This design comes from an exercise in tuning for small area, a short achievable clock period and few clock cycles per item on the open sky130 flow, not from production work.
Only simulation tests tie the RTL to the original design; equivalence was not proved.

==> build 97 <==
==> flow/design.v (excerpt) <==
module zw96_blend (
    input  wire           clk,
    input  wire           rst,
    input  wire           in_valid,
    output wire           in_ready,
    input  wire [13:0]    bg_r,
    input  wire [13:0]    bg_g,
    input  wire [13:0]    bg_b,
    input  wire [7:0]     layer_en,      
    input  wire [8*14-1:0] a_pix,        
    input  wire [8*14-1:0] a_glob,       
    input  wire [8*14-1:0] c_r,
    input  wire [8*14-1:0] c_g,
    input  wire [8*14-1:0] c_b,
    output reg            out_valid,
    output wire [13:0]    out_r,
    output wire [13:0]    out_g,
    output wire [13:0]    out_b,
    output wire [8*14-1:0] out_w,        
    output wire [7:0]     out_contrib    
);
    localparam [13:0] FULL = 14'd16383;
    function [7:0] lowest;
        input [7:0] v;
        begin
            lowest = v & (~v + 8'd1);
        end
    endfunction
    function [7:0] highest;
        input [7:0] v;
        integer i;
        reg seen;
        begin
            seen = 1'b0;
            for (i = 7; i >= 0; i = i - 1) begin
                highest[i] = v[i] & ~seen;
                seen = seen | v[i];
            end
        end
    endfunction
    function atmost1;
        input [7:0] v;
        begin
            atmost1 = (v & (v - 8'd1)) == 8'd0;
        end
    endfunction
    reg  [7:0] i_agf, i_full, i_gen, i_prod, i_top, i_above;
    reg        seen;
    integer    k;
    always @* begin
        for (k = 0; k < 8; k = k + 1) begin
            i_agf[k]  = &a_glob[14*k +: 14];
  ...
==> flow/config.mk <==
export PLATFORM = sky130hd
export DESIGN_NAME = zw96_blend
export DESIGN_NICKNAME = zw96_blend
export VERILOG_FILES = /design/flow/design.v
export SDC_FILE = /design/flow/constraint.sdc
export NUM_CORES = 4
export LEC_CHECK = 0
export CAP_MARGIN = 20
export CORE_MARGIN = 2
export CORE_UTILIZATION = 40
export PLACE_DENSITY = 0.6
export SLEW_MARGIN = 20
==> flow/constraint.sdc <==
create_clock -name core_clock -period 45.0 [get_ports {clk}]
set_input_delay 9.0000 -clock core_clock [delete_from_list [all_inputs] [get_ports {clk}]]
set_output_delay 9.0000 -clock core_clock [all_outputs]
set_load 0.01 [all_outputs]
run.sh (not shown) runs the stock make flow with config.mk's settings and CLKGATE_MAP_FILE= SYNTH_SCRIPT=/design/flow/synth_recipe.tcl, a recipe that flattens the netlist after the stock synthesis.
==> inputs of trial 6, as changes to build 97 <==
==> flow/flow/run.sh (new file) <==
#!/bin/bash
set -euo pipefail
cd "$(dirname "$0")/.."
export SETUP_SLACK_MARGIN=34
bash standard.sh > flow_standard.log 2>&1
==> flow/standard.sh (new file) <==
#!/bin/bash
# synth_recipe.tcl (not shown) runs the flow's synth.tcl, then flattens the netlist and writes it again
# the make line also repeats each setting of config.mk as NAME=value (left out here)
make -C /OpenROAD-flow-scripts/flow DESIGN_CONFIG=/design/flow/config.mk WORK_HOME=/design/flow/orfs CLKGATE_MAP_FILE= SYNTH_SCRIPT=/design/flow/synth_recipe.tcl "${@:-finish}"
removed: flow/run.sh
==> qor summary <==
|  | trial 6 | build 97 |
|---|---|---|
| Run status | timing/DRC/antenna clean | timing/DRC/antenna clean |
| Worst R2R Start | sel_q[3] | sel_q[6] |
| Via count normalized by instance count | 5.99 | 5.93 |
| Post-Route Utilization | 49.3% | 47.2% |
| Number of placed cells counting well taps | 12300 | 12300 |
| Setup ws final | 33.85 ns | 31.76 ns |
| Crit path buffers/inverters | 3 | 2 |
| Worst path max stage delay | 0.58 ns | 0.88 ns |
| Share of layout cells above drive strength 1 | 11.0% | 6.00% |
| Count of plain and timing-repair buffers | 1218 | 973 |
| Mean routed wirelength per cell | 32.9 um | 32.6 um |
| Met2 layer wire length in the routed design | 178 mm | 170 mm |
| Depth of the worst register-to-register path | 38 | 31 |
| Global-route wire length before repair | 568 mm | 567 mm |
| Count of vias placed by the detailed router | 76400 | 74200 |
| Vias in the first global route | 76300 | 75300 |
| Area after detailed placement | 100000 um2 | 100000 um2 |
| Met3 Routed Length | 55.5 mm | 51.9 mm |
| Met1 track demand over resource | 46.7% | 47.4% |
Testbench counts of build 97, summed over its fixed seeds: cycles 16,066, items 8,000.
Testbench counts of trial 6, summed over its fixed seeds: cycles 16,066, items 8,000.

re-timing with driven ports:
In the flow no input, the clock included, has a driving cell. The finished layouts below were timed again as built, in two steps. Step 1 assumes that a clkbuf_16 drives the clock port and a buf_2 every other input. Step 2 adds t to the input delays and takes it off the output delays; t is the mean of the earliest and latest rising clock arrival at the registers after step 1. Input paths then give back, and output paths get back, about the clock's delay inside the block. Three values: no drivers, after step 1, after step 2; two values: the first two.
| run | t (ns) | slack for setup (ns) | clock arrival spread, ns |
|---|---|---|---|
| build 97 | 0.873 | 31.762 / 31.786 / 30.960 | 0.052 / 0.052 |
| trial 6 | 0.896 | 33.847 / 33.906 / 33.019 | 0.089 / 0.090 |
After both steps setup and hold are still met in every run listed. The setup slack of trial 6, which loses most, moves by +0.059 ns with the drivers and by -0.828 ns with both steps.
